Source: an optimization exercise on an open RTL-to-GDS flow (aim: small area). Production flows keep margins and buffers that such runs may drop.
The RTL was checked by simulation tests, not by an equivalence proof against the original design.
Power is estimated from default activity; no workload was simulated.

$ cat flow/run.sh
#!/bin/bash
# The standard layout (the standard.sh: the standard synthesis, then
# floorplan, placement, CTS, routing and finish), with two changes:
#  - port buffers of the smallest buffer cell (buffer_ports -buffer_cell)
#    rather than the delay-cell buffer buffer_ports picks by default;
#  - CTS without dummy loads and with sink clusters of at most 25 flip-flops
#    within 120 um.
# make's full output goes to standard_flow.log here; each ORFS step keeps its
# own log under orfs/logs.
set -euo pipefail
bash standard.sh \
    "BUFFER_PORTS_ARGS=-buffer_cell sky130_fd_sc_hd__buf_1" \
    "CTS_ARGS=-sink_clustering_enable -repair_clock_nets -dont_use_dummy_load -sink_clustering_size 25 -sink_clustering_max_diameter 120" \
    finish > standard_flow.log 2>&1
$ cat standard.sh
#!/bin/bash
# synth_recipe.tcl (not shown) runs the flow's synth.tcl, then flattens the netlist and writes it again
# the make line also repeats each setting of config.mk as NAME=value (left out here)
make -C /OpenROAD-flow-scripts/flow DESIGN_CONFIG=/design/flow/config.mk WORK_HOME=/design/flow/orfs CLKGATE_MAP_FILE= SYNTH_SCRIPT=/design/flow/synth_recipe.tcl "${@:-finish}"
$ cat config.mk
export PLATFORM = sky130hd
export DESIGN_NAME = cw_acc_bank
export DESIGN_NICKNAME = cw_acc_bank
export VERILOG_FILES = /design/flow/design.v
export SDC_FILE = /design/flow/constraint.sdc
export NUM_CORES = 4
export LEC_CHECK = 0
export CAP_MARGIN = 20
export CORE_MARGIN = 2
export CORE_UTILIZATION = 55
export PLACE_DENSITY = 0.65
export SLEW_MARGIN = 20
$ cat constraint.sdc
create_clock -name core_clock -period 12.0 [get_ports {clk}]
set_input_delay 2.4000 -clock core_clock [delete_from_list [all_inputs] [get_ports {clk}]]
set_output_delay 2.4000 -clock core_clock [all_outputs]
set_load 0.01 [all_outputs]
$ cat design.v
module cw_acc (
    input  wire        clk,
    input  wire        rst,
    input  wire        smp_valid,
    input  wire [2:0]  smp_ch,
    input  wire [15:0] smp_code,
    input  wire [15:0] d_code,
    input  wire [30:0] d_sq,
    input  wire        d_sat,
    input  wire        abt_valid,
    input  wire [2:0]  abt_ch,
    input  wire [1:0]  tb_period,
    input  wire [1:0]  tb_half,
    input  wire [5:0]  hs,
    input  wire        cfg_wr,
    input  wire        cfg_run,
    input  wire [2:0]  cfg_input,
    input  wire [1:0]  cfg_closure,
    input  wire [4:0]  cfg_g,        
    input  wire [23:0] cfg_nlen,     
    output reg         running,
    output reg         rec_valid,
    output wire [39:0] rec_sum,
    output wire [55:0] rec_sumsq,
    output wire [23:0] rec_count,
    output wire [15:0] rec_min,
    output wire [15:0] rec_max,
    output wire [15:0] rec_aborts,
    output wire [3:0]  rec_flags      
);
    localparam CL_PERIOD = 2'd0, CL_HALF = 2'd1, CL_TIME = 2'd2, CL_ONESHOT = 2'd3;
    reg [2:0]  a_input;
    reg [1:0]  a_closure;
    reg [4:0]  a_g;
    reg        a_ntb;         
    reg        p_valid;
    reg [2:0]  p_input;
    reg [1:0]  p_closure;
    reg [4:0]  p_g;
    reg [23:0] p_nlen;
    reg [39:0] w_sum;
    reg [53:0] w_sumsq;
    reg [23:0] w_count;
    reg [15:0] w_min;
    reg [15:0] w_max;
    reg [15:0] w_aborts;
    reg        w_sat;
    reg        pend_hit;
    reg        pend_ab;
    reg        lag;           
    reg [23:0] u;
    wire wr    = cfg_wr & cfg_run;
    wire stop  = running & cfg_wr & ~cfg_run;
    wire start = ~running & wr;
    wire        pe_valid   = wr | p_valid;
    wire [2:0]  pe_input   = wr ? cfg_input   : p_input;
    wire [1:0]  pe_closure = wr ? cfg_closure : p_closure;
    wire [4:0]  pe_g       = wr ? cfg_g       : p_g;
    wire [23:0] pe_nlen    = wr ? cfg_nlen    : p_nlen;
    wire u_hi1  = &u[23:1];
    wire r_zero = u_hi1 & u[0];
    wire r_one  = u_hi1 & ~u[0];
    reg edge_close;
    always @(*) begin
        case (a_closure)
            CL_PERIOD: edge_close = tb_period[~a_ntb];
            CL_HALF:   edge_close = tb_half[~a_ntb];
            CL_TIME:   edge_close = r_zero;
            default:   edge_close = 1'b0;
        endcase
    end
    wire strobe_close = running & ~stop & edge_close;
    wire        use_new   = start | (strobe_close & pe_valid);
    wire [2:0]  e_input   = use_new ? pe_input   : a_input;
    wire [1:0]  e_closure = use_new ? pe_closure : a_closure;
    wire [4:0]  e_g       = use_new ? pe_g       : a_g;
    wire [2:0] bridge_hs = e_g[3] ? hs[5:3] : hs[2:0];
    wire [7:0] hs_x = {2'b11, hs};
    wire gate_ok = e_g[4] ? ({bridge_hs[0], bridge_hs[1], bridge_hs[2]} == e_g[2:0])
                          : hs_x[e_g[2:0]];
    wire active = (running & ~stop) | start;
    wire hit    = active & smp_valid & (smp_ch == e_input) & gate_ok;
    wire ab_hit = active & abt_valid & (abt_ch == e_input);
    wire a_hit  = hit & ~strobe_close;
    wire a_ab   = ab_hit & ~strobe_close;
    wire [15:0] l_code = lag ? d_code : 16'd0;
    wire [30:0] l_sq   = lag ? d_sq : 31'd0;
    wire [39:0] c_sum;
    wire [53:0] c_sumsq;
    cw_accadd #(.N(40), .M(16), .SGN(1), .K0(6), .K(5)) u_sum (
        .a(w_sum), .b(l_code), .s(c_sum));
    cw_accadd #(.N(54), .M(31), .SGN(0), .K0(8), .K(6)) u_sumsq (
        .a(w_sumsq), .b(l_sq), .s(c_sumsq));
    wire lt_min, gt_max;
    cw_lt #(.N(16)) u_lt_min (.a(d_code), .b(w_min), .lt(lt_min));
    cw_lt #(.N(16)) u_gt_max (.a(w_max), .b(d_code), .lt(gt_max));
    wire [15:0] c_min   = (lag & lt_min) ? d_code : w_min;
    wire [15:0] c_max   = (lag & gt_max) ? d_code : w_max;
    wire        c_sat   = w_sat | (lag & d_sat);
    wire        sel_w = running & ~rec_valid;
    wire        ph    = pend_hit;
    wire [39:0] b_sum    = sel_w ? c_sum    : (ph ? {{24{d_code[15]}}, d_code} : 40'd0);
    wire [53:0] b_sumsq  = sel_w ? c_sumsq  : (ph ? {23'd0, d_sq} : 54'd0);
    wire [23:0] b_count  = sel_w ? w_count  : {23'd0, ph};
    wire [15:0] b_min    = sel_w ? c_min    : (ph ? d_code : 16'h7FFF);
    wire [15:0] b_max    = sel_w ? c_max    : (ph ? d_code : 16'h8000);
    wire [15:0] b_aborts = sel_w ? w_aborts : {15'd0, pend_ab};
    wire        b_sat    = sel_w ? c_sat    : (ph & d_sat);
    wire [23:0] n_count;
    wire [15:0] n_aborts;
    cw_inc #(.N(24)) u_count (.a(b_count), .ci(a_hit), .s(n_count));
    cw_inc #(.N(16)) u_aborts (.a(b_aborts), .ci(a_ab & ~&b_aborts), .s(n_aborts));
    wire ovf_close  = a_hit & sel_w & (&w_count[23:1]) & ~w_count[0];
    wire shot_close = a_hit & running & (a_closure == CL_ONESHOT) & r_one;
    wire smp_close  = ovf_close | shot_close;
    wire        take    = use_new | (smp_close & pe_valid);
    wire        dec     = ~e_closure[0] | hit;
    wire [23:0] u_next;
    cw_inc #(.N(24)) u_u (
        .a((start | strobe_close | smp_close) ? pe_nlen : u),
        .ci(dec & ~smp_close), .s(u_next));
    always @(posedge clk) begin
        if (rst) begin
            running   <= 1'b0;
            p_valid   <= 1'b0;
            rec_valid <= 1'b0;
            pend_hit  <= 1'b0;
            pend_ab   <= 1'b0;
        end else begin
            rec_valid <= stop | strobe_close | smp_close;
            pend_hit  <= hit & strobe_close;
            pend_ab   <= ab_hit & strobe_close;
            if (start) begin
                running <= 1'b1;
                p_valid <= 1'b0;
            end else if (stop) begin
                running <= 1'b0;
                p_valid <= 1'b0;
            end else if (running) begin
                if (strobe_close) begin
                    p_valid <= 1'b0;
                end else if (smp_close) begin
                    p_valid <= 1'b0;
                    if (shot_close && !pe_valid)
                        running <= 1'b0;
                end else if (cfg_wr) begin
                    p_valid <= 1'b1;
                end
            end
        end
    end
    always @(posedge clk) begin
        if (take) begin
            a_input   <= pe_input;
            a_closure <= pe_closure;
            a_g       <= pe_g;
            a_ntb     <= pe_nlen[0];
        end
        if (wr) begin
            p_input   <= cfg_input;
            p_closure <= cfg_closure;
            p_g       <= cfg_g;
            p_nlen    <= cfg_nlen;
        end
        u <= u_next;
    end
    always @(posedge clk) begin
        lag      <= a_hit;
        w_sum    <= b_sum;
        w_sumsq  <= b_sumsq;
        w_count  <= n_count;
        w_min    <= b_min;
        w_max    <= b_max;
        w_aborts <= n_aborts;
        w_sat    <= b_sat;
    end
    assign rec_sum    = c_sum;
    assign rec_sumsq  = {2'b00, c_sumsq};
    assign rec_count  = w_count;
    assign rec_min    = c_min;
    assign rec_max    = c_max;
    assign rec_aborts = w_aborts;
    assign rec_flags  = {|w_aborts, ~running & ~lag, c_sat, &w_count};
endmodule
module cw_add #(
    parameter N  = 32,
    parameter K0 = 8,
    parameter K  = 8
) (
    input  wire [N-1:0] a,
    input  wire [N-1:0] b,
    output wire [N-1:0] s,
    output wire         co
);
    genvar i;
    generate
        for (i = 0; i < N; i = i + 1) begin : g
            wire ci;     
            wire pi;     
            wire bc;     
            wire s0, co, po;
            if (i == 0) begin : g_b0
                assign ci = 1'b0;
                assign pi = 1'b1;
                assign bc = 1'b0;
            end else if (i >= K0 && (i - K0) % K == 0) begin : g_bs
                assign ci = 1'b0;
                assign pi = 1'b1;
                assign bc = g[i-1].co | (g[i-1].bc & g[i-1].po);
            end else begin : g_bn
                assign ci = g[i-1].co;
                assign pi = g[i-1].po;
                assign bc = g[i-1].bc;
            end
            assign s0   = a[i] ^ b[i] ^ ci;
            assign co   = (a[i] & b[i]) | (ci & (a[i] ^ b[i]));
            assign po   = pi & s0;
            assign s[i] = s0 ^ (bc & pi);
        end
    endgenerate
    assign co = g[N-1].co | (g[N-1].bc & g[N-1].po);
endmodule
module cw_accadd #(
    parameter N   = 54,
    parameter M   = 31,
    parameter SGN = 0,
    parameter K0  = 10,
    parameter K   = 7
) (
    input  wire [N-1:0] a,
    input  wire [M-1:0] b,
    output wire [N-1:0] s
);
    wire cm;
    cw_add #(.N(M), .K0(K0), .K(K)) u_lo (.a(a[M-1:0]), .b(b), .s(s[M-1:0]), .co(cm));
    wire sb  = (SGN != 0) ? b[M-1] : 1'b0;
    wire inc = cm & ~sb;
    wire dec = ~cm & sb;
    genvar i;
    generate
        for (i = M; i < N; i = i + 1) begin : g
            wire p1;     
            wire p0;     
            if (i == M) begin : g_b0
                assign p1 = 1'b1;
                assign p0 = 1'b1;
            end else begin : g_bn
                assign p1 = g[i-1].p1 & a[i-1];
                assign p0 = g[i-1].p0 & ~a[i-1];
            end
            assign s[i] = a[i] ^ ((inc & p1) | (dec & p0));
        end
    endgenerate
endmodule
module cw_inc #(
    parameter N = 24
) (
    input  wire [N-1:0] a,
    input  wire         ci,
    output wire [N-1:0] s
);
    genvar i;
    generate
        for (i = 0; i < N; i = i + 1) begin : g
            wire c;
            if (i == 0) begin : g_b0
                assign c = ci;
            end else begin : g_bn
                assign c = g[i-1].c & a[i-1];
            end
            assign s[i] = a[i] ^ c;
        end
    endgenerate
endmodule
module cw_lt #(
    parameter N = 16
) (
    input  wire [N-1:0] a,
    input  wire [N-1:0] b,
    output wire         lt
);
    genvar i;
    generate
        for (i = 0; i < N; i = i + 1) begin : g
            wire bw;     
            wire ai = (i == N - 1) ? ~a[i] : a[i];
            wire bi = (i == N - 1) ? ~b[i] : b[i];
            if (i == 0) begin : g_b0
                assign bw = ~ai & bi;
            end else begin : g_bn
                assign bw = (~ai & bi) | (~(ai ^ bi) & g[i-1].bw);
            end
        end
    endgenerate
    assign lt = g[N-1].bw;
endmodule
module cw_acc_bank (
    input  wire         clk,
    input  wire         rst,
    input  wire         smp_valid,
    input  wire [2:0]   smp_ch,
    input  wire [15:0]  smp_code,
    input  wire         abt_valid,
    input  wire [2:0]   abt_ch,
    input  wire [1:0]   tb_period,
    input  wire [1:0]   tb_half,
    input  wire [5:0]   hs,
    input  wire         cfg_we,
    input  wire [2:0]   cfg_acc,
    input  wire [2:0]   cfg_input,
    input  wire [2:0]   cfg_closure,
    input  wire         cfg_tbase,
    input  wire [1:0]   cfg_gate,
    input  wire [7:0]   cfg_garg,
    input  wire [23:0]  cfg_length,
    input  wire         cfg_run,
    output reg          cfg_range,
    output wire [7:0]   acc_run,
    output wire [7:0]   rec_valid,
    output wire [319:0] rec_sum,
    output wire [447:0] rec_sumsq,
    output wire [191:0] rec_count,
    output wire [127:0] rec_min,
    output wire [127:0] rec_max,
    output wire [127:0] rec_aborts,
    output wire [31:0]  rec_flags
);
    reg cfg_ok;
    always @(*) begin
        cfg_ok = 1'b1;
        if (cfg_run) begin
            if (cfg_closure > 3'd3)
                cfg_ok = 1'b0;
            if (cfg_gate == 2'd3)
                cfg_ok = 1'b0;
            if (cfg_gate == 2'd1 && cfg_garg > 8'd5)
                cfg_ok = 1'b0;
            if (cfg_gate == 2'd2 && cfg_garg[6:3] != 4'd0)
                cfg_ok = 1'b0;
            if ((cfg_closure == 3'd2 || cfg_closure == 3'd3) && cfg_length < 24'd4)
                cfg_ok = 1'b0;
        end
    end
    always @(posedge clk) begin
        if (rst)
            cfg_range <= 1'b0;
        else
            cfg_range <= cfg_we & ~cfg_ok;
    end
    wire [23:0] cfg_nlen = ~(cfg_closure[1] ? cfg_length : {cfg_length[23:1], cfg_tbase});
    wire [4:0]  cfg_g   = {cfg_gate[1], cfg_garg[7],
                           (cfg_gate == 2'd0) ? 3'b111 : cfg_garg[2:0]};
    wire [30:0] smp_sq;
    cw_sq u_sq (.x(smp_code), .y(smp_sq));
    reg  [15:0] d_code;
    reg  [30:0] d_sq;
    always @(posedge clk) begin
        d_code <= smp_code;
        d_sq   <= smp_sq;
    end
    wire d_sat = (d_code == 16'h8000) || (d_code == 16'h7FFF);
    genvar k;
    generate
        for (k = 0; k < 8; k = k + 1) begin : g_acc
            cw_acc u_acc (
                .clk        (clk),
                .rst        (rst),
                .smp_valid  (smp_valid),
                .smp_ch     (smp_ch),
                .smp_code   (smp_code),
                .d_code     (d_code),
                .d_sq       (d_sq),
                .d_sat      (d_sat),
                .abt_valid  (abt_valid),
                .abt_ch     (abt_ch),
                .tb_period  (tb_period),
                .tb_half    (tb_half),
                .hs         (hs),
                .cfg_wr     (cfg_we && cfg_ok && cfg_acc == k),
                .cfg_run    (cfg_run),
                .cfg_input  (cfg_input),
                .cfg_closure(cfg_closure[1:0]),
                .cfg_g      (cfg_g),
                .cfg_nlen   (cfg_nlen),
                .running    (acc_run[k]),
                .rec_valid  (rec_valid[k]),
                .rec_sum    (rec_sum[40*k +: 40]),
                .rec_sumsq  (rec_sumsq[56*k +: 56]),
                .rec_count  (rec_count[24*k +: 24]),
                .rec_min    (rec_min[16*k +: 16]),
                .rec_max    (rec_max[16*k +: 16]),
                .rec_aborts (rec_aborts[16*k +: 16]),
                .rec_flags  (rec_flags[4*k +: 4])
            );
        end
    endgenerate
endmodule
module cw_sq (
    input  wire [15:0] x,
    output wire [30:0] y
);
    wire pp1;
    wire pp2;
    wire pp3;
    wire pp4;
    wire pp5;
    wire pp6;
    wire pp7;
    wire pp8;
    wire pp9;
    wire pp10;
    wire pp11;
    wire pp12;
    wire pp13;
    wire pp14;
    wire pp15;
    wire pp16;
    wire pp17;
    wire pp18;
    wire pp19;
    wire pp20;
    wire pp21;
    wire pp22;
    wire pp23;
    wire pp24;
    wire pp25;
    wire pp26;
    wire pp27;
    wire pp28;
    wire pp29;
    wire pp30;
    wire pp31;
    wire pp32;
    wire pp33;
    wire pp34;
    wire pp35;
    wire pp36;
    wire pp37;
    wire pp38;
    wire pp39;
    wire pp40;
    wire pp41;
    wire pp42;
    wire pp43;
    wire pp44;
    wire pp45;
    wire pp46;
    wire pp47;
    wire pp48;
    wire pp49;
    wire pp50;
    wire pp51;
    wire pp52;
    wire pp53;
    wire pp54;
    wire pp55;
    wire pp56;
    wire pp57;
    wire pp58;
    wire pp59;
    wire pp60;
    wire pp61;
    wire pp62;
    wire pp63;
    wire pp64;
    wire pp65;
    wire pp66;
    wire pp67;
    wire pp68;
    wire pp69;
    wire pp70;
    wire pp71;
    wire pp72;
    wire pp73;
    wire pp74;
    wire pp75;
    wire pp76;
    wire pp77;
    wire pp78;
    wire pp79;
    wire pp80;
    wire pp81;
    wire pp82;
    wire pp83;
    wire pp84;
    wire pp85;
    wire pp86;
    wire pp87;
    wire pp88;
    wire pp89;
    wire pp90;
    wire pp91;
    wire pp92;
    wire pp93;
    wire pp94;
    wire pp95;
    wire pp96;
    wire pp97;
    wire pp98;
    wire pp99;
    wire pp100;
    wire pp101;
    wire pp102;
    wire pp103;
    wire pp104;
    wire pp105;
    wire pn106;
    wire pn107;
    wire pn108;
    wire pn109;
    wire pn110;
    wire pn111;
    wire pn112;
    wire pn113;
    wire pn114;
    wire pn115;
    wire pn116;
    wire pn117;
    wire pn118;
    wire pn119;
    wire pn120;
    wire s121;
    wire c122;
    wire s123;
    wire c124;
    wire s125;
    wire c126;
    wire s127;
    wire c128;
    wire s129;
    wire c130;
    wire s131;
    wire c132;
    wire s133;
    wire c134;
    wire s135;
    wire c136;
    wire s137;
    wire c138;
    wire s139;
    wire c140;
    wire s141;
    wire c142;
    wire s143;
    wire c144;
    wire s145;
    wire c146;
    wire s147;
    wire c148;
    wire s149;
    wire c150;
    wire s151;
    wire c152;
    wire s153;
    wire c154;
    wire s155;
    wire c156;
    wire s157;
    wire c158;
    wire s159;
    wire c160;
    wire s161;
    wire c162;
    wire s163;
    wire c164;
    wire s165;
    wire c166;
    wire s167;
    wire c168;
    wire s169;
    wire c170;
    wire s171;
    wire c172;
    wire s173;
    wire c174;
    wire s175;
    wire c176;
    wire s177;
    wire c178;
    wire s179;
    wire c180;
    wire s181;
    wire c182;
    wire s183;
    wire c184;
    wire s185;
    wire c186;
    wire s187;
    wire c188;
    wire s189;
    wire c190;
    wire s191;
    wire c192;
    wire s193;
    wire c194;
    wire s195;
    wire c196;
    wire s197;
    wire c198;
    wire s199;
    wire c200;
    wire s201;
    wire c202;
    wire s203;
    wire c204;
    wire s205;
    wire c206;
    wire s207;
    wire c208;
    wire s209;
    wire c210;
    wire s211;
    wire c212;
    wire s213;
    wire c214;
    wire s215;
    wire c216;
    wire s217;
    wire c218;
    wire s219;
    wire c220;
    wire s221;
    wire c222;
    wire s223;
    wire c224;
    wire s225;
    wire c226;
    wire s227;
    wire c228;
    wire s229;
    wire c230;
    wire s231;
    wire c232;
    wire s233;
    wire c234;
    wire s235;
    wire c236;
    wire s237;
    wire c238;
    wire s239;
    wire c240;
    wire s241;
    wire c242;
    wire s243;
    wire c244;
    wire s245;
    wire c246;
    wire s247;
    wire c248;
    wire s249;
    wire c250;
    wire s251;
    wire c252;
    wire s253;
    wire c254;
    wire s255;
    wire c256;
    wire s257;
    wire c258;
    wire s259;
    wire c260;
    wire s261;
    wire c262;
    wire s263;
    wire c264;
    wire s265;
    wire c266;
    wire s267;
    wire c268;
    wire s269;
    wire c270;
    wire s271;
    wire c272;
    wire s273;
    wire c274;
    wire s275;
    wire c276;
    wire s277;
    wire c278;
    wire s279;
    wire c280;
    wire s281;
    wire c282;
    wire s283;
    wire c284;
    wire s285;
    wire c286;
    wire s287;
    wire c288;
    wire s289;
    wire c290;
    wire s291;
    wire c292;
    wire s293;
    wire c294;
    wire s295;
    wire c296;
    wire s297;
    wire c298;
    wire s299;
    wire c300;
    wire s301;
    wire c302;
    wire s303;
    wire c304;
    wire s305;
    wire c306;
    wire s307;
    wire c308;
    wire s309;
    wire c310;
    wire s311;
    wire c312;
    wire s313;
    wire c314;
    wire s315;
    wire c316;
    wire s317;
    wire c318;
    wire s319;
    wire c320;
    wire s321;
    wire c322;
    wire s323;
    wire c324;
    wire s325;
    wire c326;
    wire s327;
    wire c328;
    wire s329;
    wire c330;
    wire s331;
    wire c332;
    wire s333;
    wire c334;
    wire s335;
    wire c336;
    wire s337;
    wire c338;
    wire s339;
    wire c340;
    wire s341;
    wire c342;
    wire s343;
    wire c344;
    wire s345;
    wire c346;
    wire s347;
    wire c348;
    wire s349;
    wire c350;
    wire s351;
    wire c352;
    wire s353;
    wire c354;
    wire s355;
    wire c356;
    wire s357;
    wire c358;
    wire s359;
    wire c360;
    wire s361;
    wire c362;
    wire s363;
    wire c364;
    wire y365;
    wire t366;
    wire y367;
    wire p368;
    wire t369;
    wire y370;
    wire p371;
    wire t372;
    wire y373;
    wire p374;
    wire t375;
    wire y376;
    wire p377;
    wire t378;
    wire y379;
    wire p380;
    wire k381;
    wire s382;
    wire c383;
    wire s384;
    wire c385;
    wire s386;
    wire c387;
    wire s388;
    wire c389;
    wire s390;
    wire c391;
    wire s392;
    wire c393;
    wire y394;
    wire t395;
    wire y396;
    wire p397;
    wire t398;
    wire y399;
    wire p400;
    wire t401;
    wire y402;
    wire p403;
    wire t404;
    wire y405;
    wire p406;
    wire t407;
    wire y408;
    wire p409;
    wire k410;
    wire s411;
    wire c412;
    wire s413;
    wire c414;
    wire s415;
    wire c416;
    wire s417;
    wire c418;
    wire s419;
    wire c420;
    wire s421;
    wire c422;
    wire y423;
    wire t424;
    wire y425;
    wire p426;
    wire t427;
    wire y428;
    wire p429;
    wire t430;
    wire y431;
    wire p432;
    wire t433;
    wire y434;
    wire p435;
    wire t436;
    wire y437;
    wire p438;
    wire k439;
    wire s440;
    wire c441;
    wire y442;
    assign pp1 = x[0] & x[1];
    assign pp2 = x[0] & x[2];
    assign pp3 = x[0] & x[3];
    assign pp4 = x[0] & x[4];
    assign pp5 = x[0] & x[5];
    assign pp6 = x[0] & x[6];
    assign pp7 = x[0] & x[7];
    assign pp8 = x[0] & x[8];
    assign pp9 = x[0] & x[9];
    assign pp10 = x[0] & x[10];
    assign pp11 = x[0] & x[11];
    assign pp12 = x[0] & x[12];
    assign pp13 = x[0] & x[13];
    assign pp14 = x[0] & x[14];
    assign pp15 = x[1] & x[2];
    assign pp16 = x[1] & x[3];
    assign pp17 = x[1] & x[4];
    assign pp18 = x[1] & x[5];
    assign pp19 = x[1] & x[6];
    assign pp20 = x[1] & x[7];
    assign pp21 = x[1] & x[8];
    assign pp22 = x[1] & x[9];
    assign pp23 = x[1] & x[10];
    assign pp24 = x[1] & x[11];
    assign pp25 = x[1] & x[12];
    assign pp26 = x[1] & x[13];
    assign pp27 = x[1] & x[14];
    assign pp28 = x[2] & x[3];
    assign pp29 = x[2] & x[4];
    assign pp30 = x[2] & x[5];
    assign pp31 = x[2] & x[6];
    assign pp32 = x[2] & x[7];
    assign pp33 = x[2] & x[8];
    assign pp34 = x[2] & x[9];
    assign pp35 = x[2] & x[10];
    assign pp36 = x[2] & x[11];
    assign pp37 = x[2] & x[12];
    assign pp38 = x[2] & x[13];
    assign pp39 = x[2] & x[14];
    assign pp40 = x[3] & x[4];
    assign pp41 = x[3] & x[5];
    assign pp42 = x[3] & x[6];
    assign pp43 = x[3] & x[7];
    assign pp44 = x[3] & x[8];
    assign pp45 = x[3] & x[9];
    assign pp46 = x[3] & x[10];
    assign pp47 = x[3] & x[11];
    assign pp48 = x[3] & x[12];
    assign pp49 = x[3] & x[13];
    assign pp50 = x[3] & x[14];
    assign pp51 = x[4] & x[5];
    assign pp52 = x[4] & x[6];
    assign pp53 = x[4] & x[7];
    assign pp54 = x[4] & x[8];
    assign pp55 = x[4] & x[9];
    assign pp56 = x[4] & x[10];
    assign pp57 = x[4] & x[11];
    assign pp58 = x[4] & x[12];
    assign pp59 = x[4] & x[13];
    assign pp60 = x[4] & x[14];
    assign pp61 = x[5] & x[6];
    assign pp62 = x[5] & x[7];
    assign pp63 = x[5] & x[8];
    assign pp64 = x[5] & x[9];
    assign pp65 = x[5] & x[10];
    assign pp66 = x[5] & x[11];
    assign pp67 = x[5] & x[12];
    assign pp68 = x[5] & x[13];
    assign pp69 = x[5] & x[14];
    assign pp70 = x[6] & x[7];
    assign pp71 = x[6] & x[8];
    assign pp72 = x[6] & x[9];
    assign pp73 = x[6] & x[10];
    assign pp74 = x[6] & x[11];
    assign pp75 = x[6] & x[12];
    assign pp76 = x[6] & x[13];
    assign pp77 = x[6] & x[14];
    assign pp78 = x[7] & x[8];
    assign pp79 = x[7] & x[9];
    assign pp80 = x[7] & x[10];
    assign pp81 = x[7] & x[11];
    assign pp82 = x[7] & x[12];
    assign pp83 = x[7] & x[13];
    assign pp84 = x[7] & x[14];
    assign pp85 = x[8] & x[9];
    assign pp86 = x[8] & x[10];
    assign pp87 = x[8] & x[11];
    assign pp88 = x[8] & x[12];
    assign pp89 = x[8] & x[13];
    assign pp90 = x[8] & x[14];
    assign pp91 = x[9] & x[10];
    assign pp92 = x[9] & x[11];
    assign pp93 = x[9] & x[12];
    assign pp94 = x[9] & x[13];
    assign pp95 = x[9] & x[14];
    assign pp96 = x[10] & x[11];
    assign pp97 = x[10] & x[12];
    assign pp98 = x[10] & x[13];
    assign pp99 = x[10] & x[14];
    assign pp100 = x[11] & x[12];
    assign pp101 = x[11] & x[13];
    assign pp102 = x[11] & x[14];
    assign pp103 = x[12] & x[13];
    assign pp104 = x[12] & x[14];
    assign pp105 = x[13] & x[14];
    assign pn106 = x[15] & ~x[0];
    assign pn107 = x[15] & ~x[1];
    assign pn108 = x[15] & ~x[2];
    assign pn109 = x[15] & ~x[3];
    assign pn110 = x[15] & ~x[4];
    assign pn111 = x[15] & ~x[5];
    assign pn112 = x[15] & ~x[6];
    assign pn113 = x[15] & ~x[7];
    assign pn114 = x[15] & ~x[8];
    assign pn115 = x[15] & ~x[9];
    assign pn116 = x[15] & ~x[10];
    assign pn117 = x[15] & ~x[11];
    assign pn118 = x[15] & ~x[12];
    assign pn119 = x[15] & ~x[13];
    assign pn120 = x[15] & ~x[14];
    assign s121 = pp27 ^ pp38;
    assign c122 = pp27 & pp38;
    assign s123 = pp11 ^ pp23;
    assign c124 = pp11 & pp23;
    assign s125 = pp12 ^ pp24;
    assign c126 = pp12 & pp24;
    assign s127 = pp13 ^ pp25 ^ pp36;
    assign c128 = (pp13 & pp25) | (pp36 & (pp13 ^ pp25));
    assign s129 = pp46 ^ pp55;
    assign c130 = pp46 & pp55;
    assign s131 = pp14 ^ pp26 ^ pp37;
    assign c132 = (pp14 & pp26) | (pp37 & (pp14 ^ pp26));
    assign s133 = pp47 ^ pp56;
    assign c134 = pp47 & pp56;
    assign s135 = pp48 ^ pp57 ^ pp65;
    assign c136 = (pp48 & pp57) | (pp65 & (pp48 ^ pp57));
    assign s137 = pp72 ^ pp78 ^ x[8];
    assign c138 = (pp72 & pp78) | (x[8] & (pp72 ^ pp78));
    assign s139 = pn106 ^ x[15];
    assign c140 = pn106 & x[15];
    assign s141 = c122 ^ pp39 ^ pp49;
    assign c142 = (c122 & pp39) | (pp49 & (c122 ^ pp39));
    assign s143 = pp58 ^ pp66 ^ pp73;
    assign c144 = (pp58 & pp66) | (pp73 & (pp58 ^ pp66));
    assign s145 = pp79 ^ pn107;
    assign c146 = pp79 & pn107;
    assign s147 = pp50 ^ pp59 ^ pp67;
    assign c148 = (pp50 & pp59) | (pp67 & (pp50 ^ pp59));
    assign s149 = pp74 ^ pp80 ^ pp85;
    assign c150 = (pp74 & pp80) | (pp85 & (pp74 ^ pp80));
    assign s151 = x[9] ^ pn108;
    assign c152 = x[9] & pn108;
    assign s153 = pp60 ^ pp68 ^ pp75;
    assign c154 = (pp60 & pp68) | (pp75 & (pp60 ^ pp68));
    assign s155 = pp81 ^ pp86;
    assign c156 = pp81 & pp86;
    assign s157 = pp69 ^ pp76 ^ pp82;
    assign c158 = (pp69 & pp76) | (pp82 & (pp69 ^ pp76));
    assign s159 = pp87 ^ pp91;
    assign c160 = pp87 & pp91;
    assign s161 = pp77 ^ pp83;
    assign c162 = pp77 & pp83;
    assign s163 = pp84 ^ pp89;
    assign c164 = pp84 & pp89;
    assign s165 = pp7 ^ pp19;
    assign c166 = pp7 & pp19;
    assign s167 = pp8 ^ pp20;
    assign c168 = pp8 & pp20;
    assign s169 = pp9 ^ pp21 ^ pp32;
    assign c170 = (pp9 & pp21) | (pp32 & (pp9 ^ pp21));
    assign s171 = pp42 ^ pp51;
    assign c172 = pp42 & pp51;
    assign s173 = pp10 ^ pp22 ^ pp33;
    assign c174 = (pp10 & pp22) | (pp33 & (pp10 ^ pp22));
    assign s175 = pp43 ^ pp52;
    assign c176 = pp43 & pp52;
    assign s177 = pp34 ^ pp44 ^ pp53;
    assign c178 = (pp34 & pp44) | (pp53 & (pp34 ^ pp44));
    assign s179 = pp61 ^ x[6] ^ s123;
    assign c180 = (pp61 & x[6]) | (s123 & (pp61 ^ x[6]));
    assign s181 = c124 ^ pp35 ^ pp45;
    assign c182 = (c124 & pp35) | (pp45 & (c124 ^ pp35));
    assign s183 = pp54 ^ pp62 ^ s125;
    assign c184 = (pp54 & pp62) | (s125 & (pp54 ^ pp62));
    assign s185 = c126 ^ pp63 ^ pp70;
    assign c186 = (c126 & pp63) | (pp70 & (c126 ^ pp63));
    assign s187 = x[7] ^ s127 ^ s129;
    assign c188 = (x[7] & s127) | (s129 & (x[7] ^ s127));
    assign s189 = c128 ^ c130 ^ pp64;
    assign c190 = (c128 & c130) | (pp64 & (c128 ^ c130));
    assign s191 = pp71 ^ s131 ^ s133;
    assign c192 = (pp71 & s131) | (s133 & (pp71 ^ s131));
    assign s193 = c132 ^ c134 ^ s121;
    assign c194 = (c132 & c134) | (s121 & (c132 ^ c134));
    assign s195 = s135 ^ s137 ^ s139;
    assign c196 = (s135 & s137) | (s139 & (s135 ^ s137));
    assign s197 = c136 ^ c138 ^ c140;
    assign c198 = (c136 & c138) | (c140 & (c136 ^ c138));
    assign s199 = s141 ^ s143 ^ s145;
    assign c200 = (s141 & s143) | (s145 & (s141 ^ s143));
    assign s201 = c142 ^ c144 ^ c146;
    assign c202 = (c142 & c144) | (c146 & (c142 ^ c144));
    assign s203 = s147 ^ s149 ^ s151;
    assign c204 = (s147 & s149) | (s151 & (s147 ^ s149));
    assign s205 = c148 ^ c150 ^ c152;
    assign c206 = (c148 & c150) | (c152 & (c148 ^ c150));
    assign s207 = pn109 ^ s153 ^ s155;
    assign c208 = (pn109 & s153) | (s155 & (pn109 ^ s153));
    assign s209 = c154 ^ c156 ^ x[10];
    assign c210 = (c154 & c156) | (x[10] & (c154 ^ c156));
    assign s211 = pn110 ^ s157 ^ s159;
    assign c212 = (pn110 & s157) | (s159 & (pn110 ^ s157));
    assign s213 = c158 ^ c160 ^ pp88;
    assign c214 = (c158 & c160) | (pp88 & (c158 ^ c160));
    assign s215 = pp92 ^ pn111 ^ s161;
    assign c216 = (pp92 & pn111) | (s161 & (pp92 ^ pn111));
    assign s217 = c162 ^ pp93 ^ pp96;
    assign c218 = (c162 & pp93) | (pp96 & (c162 ^ pp93));
    assign s219 = x[11] ^ pn112 ^ s163;
    assign c220 = (x[11] & pn112) | (s163 & (x[11] ^ pn112));
    assign s221 = c164 ^ pp90 ^ pp94;
    assign c222 = (c164 & pp90) | (pp94 & (c164 ^ pp90));
    assign s223 = pp97 ^ pn113;
    assign c224 = pp97 & pn113;
    assign s225 = pp95 ^ pp98 ^ pp100;
    assign c226 = (pp95 & pp98) | (pp100 & (pp95 ^ pp98));
    assign s227 = x[12] ^ pn114;
    assign c228 = x[12] & pn114;
    assign s229 = pp99 ^ pp101;
    assign c230 = pp99 & pp101;
    assign s231 = pp102 ^ pp103;
    assign c232 = pp102 & pp103;
    assign s233 = pp5 ^ pp17;
    assign c234 = pp5 & pp17;
    assign s235 = pp6 ^ pp18;
    assign c236 = pp6 & pp18;
    assign s237 = pp30 ^ pp40 ^ x[4];
    assign c238 = (pp30 & pp40) | (x[4] & (pp30 ^ pp40));
    assign s239 = c166 ^ pp31 ^ pp41;
    assign c240 = (c166 & pp31) | (pp41 & (c166 ^ pp31));
    assign s241 = c168 ^ x[5] ^ s169;
    assign c242 = (c168 & x[5]) | (s169 & (c168 ^ x[5]));
    assign s243 = c170 ^ c172 ^ s173;
    assign c244 = (c170 & c172) | (s173 & (c170 ^ c172));
    assign s245 = c174 ^ c176 ^ s177;
    assign c246 = (c174 & c176) | (s177 & (c174 ^ c176));
    assign s247 = c178 ^ c180 ^ s181;
    assign c248 = (c178 & c180) | (s181 & (c178 ^ c180));
    assign s249 = c182 ^ c184 ^ s185;
    assign c250 = (c182 & c184) | (s185 & (c182 ^ c184));
    assign s251 = c186 ^ c188 ^ s189;
    assign c252 = (c186 & c188) | (s189 & (c186 ^ c188));
    assign s253 = c190 ^ c192 ^ s193;
    assign c254 = (c190 & c192) | (s193 & (c190 ^ c192));
    assign s255 = c194 ^ c196 ^ s197;
    assign c256 = (c194 & c196) | (s197 & (c194 ^ c196));
    assign s257 = c198 ^ c200 ^ s201;
    assign c258 = (c198 & c200) | (s201 & (c198 ^ c200));
    assign s259 = c202 ^ c204 ^ s205;
    assign c260 = (c202 & c204) | (s205 & (c202 ^ c204));
    assign s261 = c206 ^ c208 ^ s209;
    assign c262 = (c206 & c208) | (s209 & (c206 ^ c208));
    assign s263 = c210 ^ c212 ^ s213;
    assign c264 = (c210 & c212) | (s213 & (c210 ^ c212));
    assign s265 = c214 ^ c216 ^ s217;
    assign c266 = (c214 & c216) | (s217 & (c214 ^ c216));
    assign s267 = c218 ^ c220 ^ s221;
    assign c268 = (c218 & c220) | (s221 & (c218 ^ c220));
    assign s269 = c222 ^ c224 ^ s225;
    assign c270 = (c222 & c224) | (s225 & (c222 ^ c224));
    assign s271 = c226 ^ c228 ^ pn115;
    assign c272 = (c226 & c228) | (pn115 & (c226 ^ c228));
    assign s273 = c230 ^ x[13] ^ pn116;
    assign c274 = (c230 & x[13]) | (pn116 & (c230 ^ x[13]));
    assign s275 = c232 ^ pp104;
    assign c276 = c232 & pp104;
    assign s277 = pp105 ^ x[14];
    assign c278 = pp105 & x[14];
    assign s279 = pp3 ^ pp15;
    assign c280 = pp3 & pp15;
    assign s281 = pp4 ^ pp16;
    assign c282 = pp4 & pp16;
    assign s283 = pp28 ^ x[3] ^ s233;
    assign c284 = (pp28 & x[3]) | (s233 & (pp28 ^ x[3]));
    assign s285 = c234 ^ pp29 ^ s235;
    assign c286 = (c234 & pp29) | (s235 & (c234 ^ pp29));
    assign s287 = c236 ^ s165 ^ s237;
    assign c288 = (c236 & s165) | (s237 & (c236 ^ s165));
    assign s289 = c238 ^ s167 ^ s239;
    assign c290 = (c238 & s167) | (s239 & (c238 ^ s167));
    assign s291 = c240 ^ s171 ^ s241;
    assign c292 = (c240 & s171) | (s241 & (c240 ^ s171));
    assign s293 = c242 ^ s175 ^ s243;
    assign c294 = (c242 & s175) | (s243 & (c242 ^ s175));
    assign s295 = c244 ^ s179 ^ s245;
    assign c296 = (c244 & s179) | (s245 & (c244 ^ s179));
    assign s297 = c246 ^ s183 ^ s247;
    assign c298 = (c246 & s183) | (s247 & (c246 ^ s183));
    assign s299 = c248 ^ s187 ^ s249;
    assign c300 = (c248 & s187) | (s249 & (c248 ^ s187));
    assign s301 = c250 ^ s191 ^ s251;
    assign c302 = (c250 & s191) | (s251 & (c250 ^ s191));
    assign s303 = c252 ^ s195 ^ s253;
    assign c304 = (c252 & s195) | (s253 & (c252 ^ s195));
    assign s305 = c254 ^ s199 ^ s255;
    assign c306 = (c254 & s199) | (s255 & (c254 ^ s199));
    assign s307 = c256 ^ s203 ^ s257;
    assign c308 = (c256 & s203) | (s257 & (c256 ^ s203));
    assign s309 = c258 ^ s207 ^ s259;
    assign c310 = (c258 & s207) | (s259 & (c258 ^ s207));
    assign s311 = c260 ^ s211 ^ s261;
    assign c312 = (c260 & s211) | (s261 & (c260 ^ s211));
    assign s313 = c262 ^ s215 ^ s263;
    assign c314 = (c262 & s215) | (s263 & (c262 ^ s215));
    assign s315 = c264 ^ s219 ^ s265;
    assign c316 = (c264 & s219) | (s265 & (c264 ^ s219));
    assign s317 = c266 ^ s223 ^ s267;
    assign c318 = (c266 & s223) | (s267 & (c266 ^ s223));
    assign s319 = c268 ^ s227 ^ s269;
    assign c320 = (c268 & s227) | (s269 & (c268 ^ s227));
    assign s321 = c270 ^ s229 ^ s271;
    assign c322 = (c270 & s229) | (s271 & (c270 ^ s229));
    assign s323 = c272 ^ s231 ^ s273;
    assign c324 = (c272 & s231) | (s273 & (c272 ^ s231));
    assign s325 = c274 ^ pn117 ^ s275;
    assign c326 = (c274 & pn117) | (s275 & (c274 ^ pn117));
    assign s327 = c276 ^ pn118 ^ s277;
    assign c328 = (c276 & pn118) | (s277 & (c276 ^ pn118));
    assign s329 = c278 ^ pn119;
    assign c330 = c278 & pn119;
    assign s331 = pn120 ^ x[15];
    assign c332 = pn120 & x[15];
    assign s333 = pp1 ^ x[1] ^ 1'b0;
    assign c334 = (pp1 & x[1]) | (1'b0 & (pp1 ^ x[1]));
    assign s335 = pp2 ^ c334;
    assign c336 = pp2 & c334;
    assign s337 = x[2] ^ s279 ^ c336;
    assign c338 = (x[2] & s279) | (c336 & (x[2] ^ s279));
    assign s339 = c280 ^ s281 ^ c338;
    assign c340 = (c280 & s281) | (c338 & (c280 ^ s281));
    assign s341 = c282 ^ s283 ^ c340;
    assign c342 = (c282 & s283) | (c340 & (c282 ^ s283));
    assign s343 = c284 ^ s285 ^ c342;
    assign c344 = (c284 & s285) | (c342 & (c284 ^ s285));
    assign s345 = c286 ^ s287 ^ c344;
    assign c346 = (c286 & s287) | (c344 & (c286 ^ s287));
    assign s347 = c288 ^ s289 ^ c346;
    assign c348 = (c288 & s289) | (c346 & (c288 ^ s289));
    assign s349 = c290 ^ s291 ^ c348;
    assign c350 = (c290 & s291) | (c348 & (c290 ^ s291));
    assign s351 = c292 ^ s293 ^ c350;
    assign c352 = (c292 & s293) | (c350 & (c292 ^ s293));
    assign s353 = c294 ^ s295 ^ 1'b0;
    assign c354 = (c294 & s295) | (1'b0 & (c294 ^ s295));
    assign s355 = c296 ^ s297 ^ c354;
    assign c356 = (c296 & s297) | (c354 & (c296 ^ s297));
    assign s357 = c298 ^ s299 ^ c356;
    assign c358 = (c298 & s299) | (c356 & (c298 ^ s299));
    assign s359 = c300 ^ s301 ^ c358;
    assign c360 = (c300 & s301) | (c358 & (c300 ^ s301));
    assign s361 = c302 ^ s303 ^ c360;
    assign c362 = (c302 & s303) | (c360 & (c302 ^ s303));
    assign s363 = c304 ^ s305 ^ c362;
    assign c364 = (c304 & s305) | (c362 & (c304 ^ s305));
    assign y365 = s353 ^ c352;
    assign t366 = c352 & s353;
    assign y367 = s355 ^ t366;
    assign p368 = s353 & s355;
    assign t369 = c352 & p368;
    assign y370 = s357 ^ t369;
    assign p371 = p368 & s357;
    assign t372 = c352 & p371;
    assign y373 = s359 ^ t372;
    assign p374 = p371 & s359;
    assign t375 = c352 & p374;
    assign y376 = s361 ^ t375;
    assign p377 = p374 & s361;
    assign t378 = c352 & p377;
    assign y379 = s363 ^ t378;
    assign p380 = p377 & s363;
    assign k381 = c364 | (c352 & p380);
    assign s382 = c306 ^ s307 ^ 1'b0;
    assign c383 = (c306 & s307) | (1'b0 & (c306 ^ s307));
    assign s384 = c308 ^ s309 ^ c383;
    assign c385 = (c308 & s309) | (c383 & (c308 ^ s309));
    assign s386 = c310 ^ s311 ^ c385;
    assign c387 = (c310 & s311) | (c385 & (c310 ^ s311));
    assign s388 = c312 ^ s313 ^ c387;
    assign c389 = (c312 & s313) | (c387 & (c312 ^ s313));
    assign s390 = c314 ^ s315 ^ c389;
    assign c391 = (c314 & s315) | (c389 & (c314 ^ s315));
    assign s392 = c316 ^ s317 ^ c391;
    assign c393 = (c316 & s317) | (c391 & (c316 ^ s317));
    assign y394 = s382 ^ k381;
    assign t395 = k381 & s382;
    assign y396 = s384 ^ t395;
    assign p397 = s382 & s384;
    assign t398 = k381 & p397;
    assign y399 = s386 ^ t398;
    assign p400 = p397 & s386;
    assign t401 = k381 & p400;
    assign y402 = s388 ^ t401;
    assign p403 = p400 & s388;
    assign t404 = k381 & p403;
    assign y405 = s390 ^ t404;
    assign p406 = p403 & s390;
    assign t407 = k381 & p406;
    assign y408 = s392 ^ t407;
    assign p409 = p406 & s392;
    assign k410 = c393 | (k381 & p409);
    assign s411 = c318 ^ s319 ^ 1'b0;
    assign c412 = (c318 & s319) | (1'b0 & (c318 ^ s319));
    assign s413 = c320 ^ s321 ^ c412;
    assign c414 = (c320 & s321) | (c412 & (c320 ^ s321));
    assign s415 = c322 ^ s323 ^ c414;
    assign c416 = (c322 & s323) | (c414 & (c322 ^ s323));
    assign s417 = c324 ^ s325 ^ c416;
    assign c418 = (c324 & s325) | (c416 & (c324 ^ s325));
    assign s419 = c326 ^ s327 ^ c418;
    assign c420 = (c326 & s327) | (c418 & (c326 ^ s327));
    assign s421 = c328 ^ s329 ^ c420;
    assign c422 = (c328 & s329) | (c420 & (c328 ^ s329));
    assign y423 = s411 ^ k410;
    assign t424 = k410 & s411;
    assign y425 = s413 ^ t424;
    assign p426 = s411 & s413;
    assign t427 = k410 & p426;
    assign y428 = s415 ^ t427;
    assign p429 = p426 & s415;
    assign t430 = k410 & p429;
    assign y431 = s417 ^ t430;
    assign p432 = p429 & s417;
    assign t433 = k410 & p432;
    assign y434 = s419 ^ t433;
    assign p435 = p432 & s419;
    assign t436 = k410 & p435;
    assign y437 = s421 ^ t436;
    assign p438 = p435 & s421;
    assign k439 = c422 | (k410 & p438);
    assign s440 = c330 ^ s331 ^ 1'b0;
    assign c441 = (c330 & s331) | (1'b0 & (c330 ^ s331));
    assign y442 = s440 ^ k439;
    assign y[0] = x[0];
    assign y[1] = 1'b0;
    assign y[2] = s333;
    assign y[3] = s335;
    assign y[4] = s337;
    assign y[5] = s339;
    assign y[6] = s341;
    assign y[7] = s343;
    assign y[8] = s345;
    assign y[9] = s347;
    assign y[10] = s349;
    assign y[11] = s351;
    assign y[12] = y365;
    assign y[13] = y367;
    assign y[14] = y370;
    assign y[15] = y373;
    assign y[16] = y376;
    assign y[17] = y379;
    assign y[18] = y394;
    assign y[19] = y396;
    assign y[20] = y399;
    assign y[21] = y402;
    assign y[22] = y405;
    assign y[23] = y408;
    assign y[24] = y423;
    assign y[25] = y425;
    assign y[26] = y428;
    assign y[27] = y431;
    assign y[28] = y434;
    assign y[29] = y437;
    assign y[30] = y442;
endmodule
==> summary.md, run 1 <==
| Metric | Value |
|---|---|
| Status | timing/DRC/antenna clean |
| Post-synthesis sequential area ratio | 37.6% |
| Final critical-path share of the clock period | 94.1% |
| Worst r2r src | g_acc[7].u_acc.a_closure[1]$_DFFE_PP_ |
| Avg Cell Area, Syn | ~9.2 µm² |
| Initial antenna violation count | 45 |
| FFs w/ async S/R, synth | 0% |
| Vias per cell | roughly 5.9 |
| CP Capture Type | primary output |
| Max Transition Viols Final | 0 |
| Max Clock Freq | 88.5 MHz |
| Initial Utilization | 55.4% |
| Clock latency (worst-skew pair) | 0.83 ns |
| CTS root buf | clkbuf_16 |
| Cell repeated most along the worst path | fa_1 |
| Area Growth Syn to Fin | 9.07% |
| Drc violations | 0 |
| Min Tclk post-route | around 11 ns |
| Leakage | 50.2 nW |
| Crit-path max FO | 16 |
| Maxcap violations | 0 |
| Post-Route Setup TNS | 0 ns |
| Commonest cells after routing, fill and taps aside | 1896 x nand2_1, 1863 x dfxtp_1, 1455 x buf_1 |
| Syn Std Cell Area | 108000 µm² |
| WP data required | 9.60 ns |
| Setup CP Type | flip-flop to primary output |
| Combinational share of power | 12.0% |
| CTS resizes | 0 |
| DR iter-0 viols | 8307 |
| Clock power share | 29.3% |
| Internal power | 8.71 mW |
| Die width | 447 µm |
| Post-CTS setup buffer count | 0 |
| Reg2reg end | g_acc[7].u_acc.u[23]$_DFF_P_ |
| H-Tree Depth | 3 |
| Slowest Stage Delay on Critical Path | 0.53 ns |
| Share of cells above drive strength 1 | 6.59% |
| Sink Count | 1982 |
| R2r setup slk | 2.62 ns |
| Worst Tran Pin Value | 1.29 ns |
| Final #Nets | 14120 |
| Clock skew | approximately 0.073 ns |
| Critical Path Start | d_code[0]$_DFF_P_ |
| Global-route wire length before repair | 594000 µm |
| Largest net degree at the start of global routing | 139 |
| Total GRT Usage | between 40% and 50% |
| Crit path max-delay cell type | or4b_1 |
| Clk slew on worst S/H paths | 0.11 ns |
| Worst VDD drop | around 0.00012 V |
| Switching power of the nets | 3.44 mW |
| Post-Route WL | ~420000 µm |
| IO buf count | 1458 |
| Hold Vio Cnt, Final | 0 |
| Sequential power share | 58.7% |
| EDFF count, synth | 88 |
| DR vias | a little over 90000 |
| FP Rows | between 150 and 200 |
| Mapped Cells | 11696 |
| Die ar. | 200000 µm² |
| Worst Path Arrival | 8.90 ns |
| Wire per inst | 27.3 µm |
| Most common cell after layout, fill and taps aside | nand2_1 |
| Vias in the first global route | between 80000 and 90000 |
| Yosys cell types | 100 |
| Synth warn | 2 |
| CP Launch Type | flip-flop |
| 1st-pass router iterations | 8 |
| Bufs on Longest Clock Path | 3 |
| Switching Fraction | 28.3% |
| Total CTS buffers | 89 |
| Reg2Reg Depth | 34 |
| Core area | ~190000 µm² |
| Dpl hpwl | 329000 µm |
| Endpoints failing setup | 0 |
| Grt total ovfl | 0 |
| Unrepaired setup endpoints after global routing | no |
| Hold Path Class | flip-flop to flip-flop |
| Top_reg_cell synth | dfxtp_1 |
| Worst Setup EP | rec_sum[38] |
| CTS tree | done |
| Max transition margin | around 14% |
| Pwr dens | 103 nW/µm² |
| Die H | about 450 µm |
| Flop and latch count out of synthesis | 1982 |
| Hold buffer count at CTS | 0 |
| Io pins | 1475 |
| Design Area, Final | 118000 µm² |
| RePlAce Congestion | 1.04 |
| Area post-placement | roughly 120000 µm² |
| Fill count | 17391 |
| Final ANT Viol Nets | 0 |
## Yosys cell counts (all sizes together), types with 229 or more instances
cell | count | area share [%]
nand3 | 445 | 2.1
nand2 | 1896 | 6.6
mux2 | 361 | 3.8
xnor2 | 388 | 3.1
ha | 906 | 11
buf | 229 | 1.4
o21ai | 534 | 2.5
inv | 780 | 2.7
nor2 | 345 | 1.2
and2 | 732 | 4.2
fa | 403 | 7.5
xor2 | 270 | 2.2
clkbuf | 542 | 1.9
dfxtp | 1894 | 35
## logic make-up (layout without fill, tap and decap cells)
logic type / after synthesis / after routing / share of synthesized area [%]
AND/OR/NAND/NOR: 4259 / 4259 / 19.2
flip-flops: 1982 / 1982 / 37.6
buffers and inverters: 1554 / 2570 / 5.99
AO/OA/AOI/OAI: 1481 / 1481 / 9.23
adder cells (fa/ha/maj): 1309 / 1309 / 18.0
XOR/XNOR: 658 / 658 / 5.34
multiplexers: 452 / 452 / 4.67
other: 1 / 38 / 0.00347
## routing by layer
metal	track usage (%)	routed length (µm)
met1	49.3	160000
met2	62.1	182000
met3	13.4	45400
met4	25.0	32200
met5	0	355
## per-stage QoR
step	total power [mW]	cells	utilization, %	hold WS (ns)	setup slack (ns)
after floorplan	8.00	11711	-	0.408	0.843
after global placement	8.67	15261	59.2	0.418	0.375
after detailed placement	8.71	15261	59.2	0.430	0.293
after CTS	12.2	15350	60.3	0.453	0.715
after global routing	12.5	15359	60.4	0.474	0.210
final	12.2	15373	60.4	0.453	0.703
## worst max-delay path, delay by kind of cell, from the launching register on
kind,cells,cell delay (ns)
AOI/OAI and AO/OA,2,0.34
xor gates and xnor gates,1,0.20
adders and majority gates,7,2.01
buffers and inverters,5,0.47
DFF,1,0.47
muxes,1,0.18
and+or+nand+nor,16,4.41
## area by class of cell
type / count / area, µm² / share of cell area, %
Antenna cell: 22 / 55.1 / 0.0468
Clock buffer: 89 / 2230 / 1.89
Inverter: 783 / 2940 / 2.50
Multi-Input combinational cell: 8175 / 61300 / 52.0
Sequential cell: 1982 / 40600 / 34.5
Tap cell: 2624 / 3280 / 2.79
Timing Repair Buffer: 1698 / 7310 / 6.21
## worst min-delay path by stage
stage / from / end / slack, ns / cells after the start
floorplan: g_acc[1].u_acc.p_closure[1]$_DFF_P_ / g_acc[1].u_acc.p_closure[1]$_DFF_P_ / 0.41 / 2
global placement: g_acc[7].u_acc.p_closure[1]$_DFF_P_ / g_acc[7].u_acc.p_closure[1]$_DFF_P_ / 0.42 / 2
detailed placement: g_acc[7].u_acc.p_closure[1]$_DFF_P_ / g_acc[7].u_acc.p_closure[1]$_DFF_P_ / 0.43 / 2
CTS: g_acc[7].u_acc.p_closure[1]$_DFF_P_ / g_acc[7].u_acc.p_closure[1]$_DFF_P_ / 0.45 / 2
global route: g_acc[1].u_acc.p_closure[1]$_DFF_P_ / g_acc[1].u_acc.p_closure[1]$_DFF_P_ / 0.47 / 2
finish: g_acc[7].u_acc.p_closure[1]$_DFF_P_ / g_acc[7].u_acc.p_closure[1]$_DFF_P_ / 0.45 / 2
## flip-flops by register name, indices dropped and copies added (netlist names), 16 cells and up
signal	flops
g_acc.u_acc.a_g	40
g_acc.u_acc.w_min	128
g_acc.u_acc.p_nlen	192
g_acc.u_acc.p_input	24
g_acc.u_acc.w_sum	320
g_acc.u_acc.a_closure	16
g_acc.u_acc.w_max	128
g_acc.u_acc.w_count	192
g_acc.u_acc.a_input	24
g_acc.u_acc.w_sumsq	432
d_sq	29
g_acc.u_acc.p_g	40
g_acc.u_acc.u	192
g_acc.u_acc.w_aborts	128
d_code	16
g_acc.u_acc.p_closure	16
## power by group through the flow
stage / Clock (mW) / Sequential [mW] / Combinational (mW)
after floorplan: 0 / 7.11 / 0.897
after global placement: 0 / 7.27 / 1.40
after detailed placement: 0 / 7.28 / 1.43
after CTS: 3.59 / 7.13 / 1.44
after global routing: 3.79 / 7.15 / 1.57
final: 3.56 / 7.13 / 1.46
==> inputs of run 2 (changes only) <==
--- a/config.mk
+++ b/config.mk
@@ -9,4 +9,4 @@
 export CORE_MARGIN = 2
-export CORE_UTILIZATION = 55
-export PLACE_DENSITY = 0.65
+export CORE_UTILIZATION = 60
+export PLACE_DENSITY = 0.7
 export SLEW_MARGIN = 20
==> run 2 against run 1 <==
Effect of this change: still clean; clock skew down 0.013 ns; register-to-register slack gained 0.17 ns; fmax down 1.7%; wire length down 0.86%; sequential power is 2% higher; sequential cell count unchanged; final cell count is 1.4% lower; combinational power is essentially flat; clock-buffer cell count is the same; critical endpoint is now rec_sumsq[109]; largest power group unchanged.
==> summary.md, run 2 <==
| Metric | Value |
|---|---|
| Area Growth Syn to Fin | 9.12% (about the same) |
| Vias per cell | 6.07 (+3.1%) |
| Yosys cell types | 100 (unchanged) |
| Min Tclk post-route | 11.49 ns (+0.197 ns) |
| FFs w/ async S/R, synth | 0% (unchanged) |
| Crit path depth | 24 (-25%) |
| Worst slack at placement | 0.413 ns (+0.120 ns) |
| EDFF count, synth | 88 (unchanged) |
| Dominant cell by count in the synthesized netlist | nand2_1 |
| CP delay by family, top | simple AND/OR/NAND/NOR gates |
| Area post-placement | 115000 µm² (about the same) |
| Clk slew on worst S/H paths | 0.11 ns (about the same) |
| FP Rows | 155 (-4.3%) |
| Initial antenna violation count | 57 (+27%) |
| H-Tree Depth | 3 (unchanged) |
| Cell Chain, Critical Path | and2_1, ha_1, ha_1, inv_1, fa_1, inv_1, fa_1, fa_1, fa_1, fa_1, inv_1, fa_1, or4b_2, o41ai_1, nand4b_1, o31ai_1, a41oi_1, nor4b_2, nand3_1, nor2_1, and3_1, and3_1, xor2_1, buf_1 |
| Share of cells above drive strength 1 | 7.01% (+0.42 points) |
| Critical Path Start | d_code[0]$_DFF_P_ |
| CTS tree | done |
| Avg Cell Area, Syn | 9.23 µm² (unchanged) |
| Drc violations | 0 (unchanged) |
| Vias in the first global route | 87501 (+2.7%) |
| Worst Tran Pin Value | 1.22 ns (-0.0656 ns) |
| Global-route wire length before repair | 598000 µm (+0.76%) |
| DR vias | 91985 (+1.6%) |
| Hold Path Class | flip-flop to flip-flop |
| Setup CP Type | flip-flop to primary output |
| RePlAce Congestion | 1.04 (-0.69%) |
| Pwr Total | 12.3 mW (+0.99%) |
| Clock latency (worst-skew pair) | 0.80 ns (-0.03 ns) |
| Final critical-path share of the clock period | 95.8% (+1.6 points) |
| Post-synthesis sequential area ratio | 37.6% (unchanged) |
| Max Transition Viols Final | 0 (unchanged) |
| Mapped Cells | 11696 (unchanged) |
| Worst r2r src | g_acc[7].u_acc.a_closure[1]$_DFFE_PP_ |
| Maxcap violations | 0 (unchanged) |
| Io pins | 1475 (unchanged) |
| Sink Count | 1982 (unchanged) |
| Worst Path Arrival | 9.09 ns (+0.19 ns) |
| Worst setup margin | 0.506 ns (-0.197 ns) |
| Pwr dens | 104 nW/µm² (+0.95%) |
| Initial Utilization | 60.4% (+5.1 points) |
| Hold Vio Cnt, Final | 0 (unchanged) |
| Dpl hpwl | 327000 µm (-0.42%) |
| Clock skew | 0.0605 ns (-0.0127 ns) |
| Die H | 428 µm (-4.2%) |
| Total GRT Usage | 44.1% (+3.5 points) |
| Top_reg_cell synth | dfxtp_1 |
| Status | timing/DRC/antenna clean |
| Final #Nets | 14164 (+0.31%) |
| Crit-path max FO | 24 (+8) |
| Bufs on Longest Clock Path | 3 (unchanged) |
| Grt total ovfl | 0 (unchanged) |
| Most common cell after layout, fill and taps aside | nand2_1 |
| Flop and latch count out of synthesis | 1982 (unchanged) |
| Post-synth top area share | 35.1% (unchanged) |
| Leading area contributor after synthesis | dfxtp_1 |
| Reg2Reg Depth | 35 (+2.9%) |
| Post-Route Setup TNS | 0 ns (unchanged) |
| Synth cell count leaders | 1896 x nand2_1, 1894 x dfxtp_1, 906 x ha_1, 779 x inv_1, 732 x and2_1 |
| Worst Setup EP | rec_sumsq[109] |
| CP Capture Type | primary output |
| Util after Layout | 65.9% (+5.6 points) |
| Endpoints failing setup | 0 (unchanged) |
| Max transition margin | 18.4% (+4.7 points) |
| CP Launch Type | flip-flop |
| Die width | 428 µm (-4.2%) |
| Final ANT Viol Nets | 0 (unchanged) |
| R2r setup slk | 2.79 ns (+0.17 ns) |
| Largest regs | g_acc.u_acc.w_sumsq (432), g_acc.u_acc.w_sum (320) |
| Crit path max-delay cell type | nor4b_2 |
| Buf/Inv on CP | 4 (-1) |
| Total CTS buffers | 89 (unchanged) |
| Die ar. | 183000 µm² (-8.3%) |
| Fin Hold WS | 0.453 ns (+0.000173 ns) |
| Leakage | 50.4 nW (+0.50%) |
| 1st-pass router iterations | 7 (-1) |
| Placed cell count | 15035 (-1.5%) |
| Max Clock Freq | 87.0 MHz (-1.7%) |
| Core area | 179000 µm² (-8.4%) |
| Slowest Stage Delay on Critical Path | 1.08 ns (+0.55 ns) |
| Cell repeated most along the worst path | fa_1 |
| Synth warn | 2 (unchanged) |
| Post-Layout Cell Count | 15152 (-1.4%) |
| Design Area, Final | 118000 µm² (about the same) |
| Ranking of synthesized cells by area | dfxtp_1 35%, ha_1 11%, fa_1 7.5% |
| Reg2reg end | g_acc[7].u_acc.u[23]$_DFF_P_ |
| CTS root buf | clkbuf_16 |
| WP data required | 9.60 ns (about the same) |
| Top reg by flops | g_acc.u_acc.w_sumsq |
| Max reg flops | 432 (unchanged) |
| IO buf count | 1458 (unchanged) |
| Syn Std Cell Area | 108000 µm² (unchanged) |
| Post-Route WL | 416000 µm (-0.86%) |
| Commonest cells after routing, fill and taps aside | 1896 x nand2_1, 1860 x dfxtp_1, 1456 x buf_1 |
| Worst VDD drop | 0.000103 V (-12%) |
| Largest net degree at the start of global routing | 143 (+2.9%) |
| Unrepaired setup endpoints after global routing | no |
| Wire per inst | 27.5 µm (+0.58%) |
| DR iter-0 viols | 9237 (+11%) |
-- run 2: worst min-delay path, cell delays in order, from the launching register on --
cell and delay (ns):
dfxtp_1 0.31, nand2_1 0.05, nand2_1 0.05
-- run 2: logic make-up after synthesis --
| kind of cell | count (synthesis) | share of synthesized area (%) |
|---|---|---|
| mux | 452 | 4.67 |
| compound gates | 1481 | 9.23 |
| buf+inv | 1554 | 5.99 |
| simple gates | 4259 | 19.2 |
| fa+ha+maj | 1309 | 18.0 |
| other cells | 1 | 0.00347 |
| xor+xnor | 658 | 5.34 |
| flops | 1982 | 37.6 |
-- run 2: routing by layer --
layer | part of all wire, % | vias to the layer above | global-route usage, %
li1 | - | 41203 | -
met1 | 37 | 45049 | 53.6
met2 | 42 | 4546 | 65.9
met3 | 12 | 1141 | 15.2
met4 | 8.5 | 46 | 29.6
met5 | 0.072 | - | 0
-- run 2: worst min path at each step --
stage                     depth (start not counted)  slack, ns                                 from                                   to
after global routing                              2       0.47  g_acc[7].u_acc.p_closure[1]$_DFF_P_  g_acc[7].u_acc.p_closure[1]$_DFF_P_
final                                             2       0.45  g_acc[7].u_acc.p_closure[1]$_DFF_P_  g_acc[7].u_acc.p_closure[1]$_DFF_P_
after CTS                                         2       0.45  g_acc[7].u_acc.p_closure[1]$_DFF_P_  g_acc[7].u_acc.p_closure[1]$_DFF_P_
after floorplan                                   2       0.41  g_acc[1].u_acc.p_closure[1]$_DFF_P_  g_acc[1].u_acc.p_closure[1]$_DFF_P_
after global placement                            2       0.42  g_acc[7].u_acc.p_closure[1]$_DFF_P_  g_acc[7].u_acc.p_closure[1]$_DFF_P_
after detailed placement                          2       0.43  g_acc[7].u_acc.p_closure[1]$_DFF_P_  g_acc[7].u_acc.p_closure[1]$_DFF_P_
-- run 2: what timing repair did --
item,in CTS,in global routing
gates resized for setup,0,1
hold buffers,0,0
endpoints found under the setup margin,0,5
setup buffers,0,0
-- run 2: area by class of cell --
type	count	area, µm²
Tap cell	2355	2950
Timing Repair Buffer	1742	7630
Sequential cell	1982	40600
Fill cell	14924	60800
Clock buffer	89	2230
Inverter	783	2940
Multi-Input combinational cell	8175	61300
Antenna cell	26	65.1
-- run 2: power breakdown --
part	internal, mW	switching, mW
clock network	1.33	2.20
logic	0.514	0.965
registers	6.87	0.392

[separate check: timing with driven ports]
In the flow no input, the clock included, has a driving cell. The finished layouts below were timed again as built, in two steps. Step 1 sets driving cells, clkbuf_16 on the clock port and buf_2 on the other inputs (assumed; they add their load-dependent delay and slew). Step 2 also shifts input and output timing later by t, the mid clock arrival at the registers, as if the neighbouring blocks saw the same clock. a / b / c = no drivers / after step 1 / after step 2; a / b = the first two.
run	t, ns	setup WS [ns]	worst setup path at the end
run 1	0.894	0.703 / 0.602 / 0.195	input to register
run 2	0.843	0.506 / 0.437 / 0.292	input to register
After both steps setup and hold are still met in every run listed. The setup slack of run 1, which loses most, moves by -0.101 ns with the drivers and by -0.508 ns with both steps.
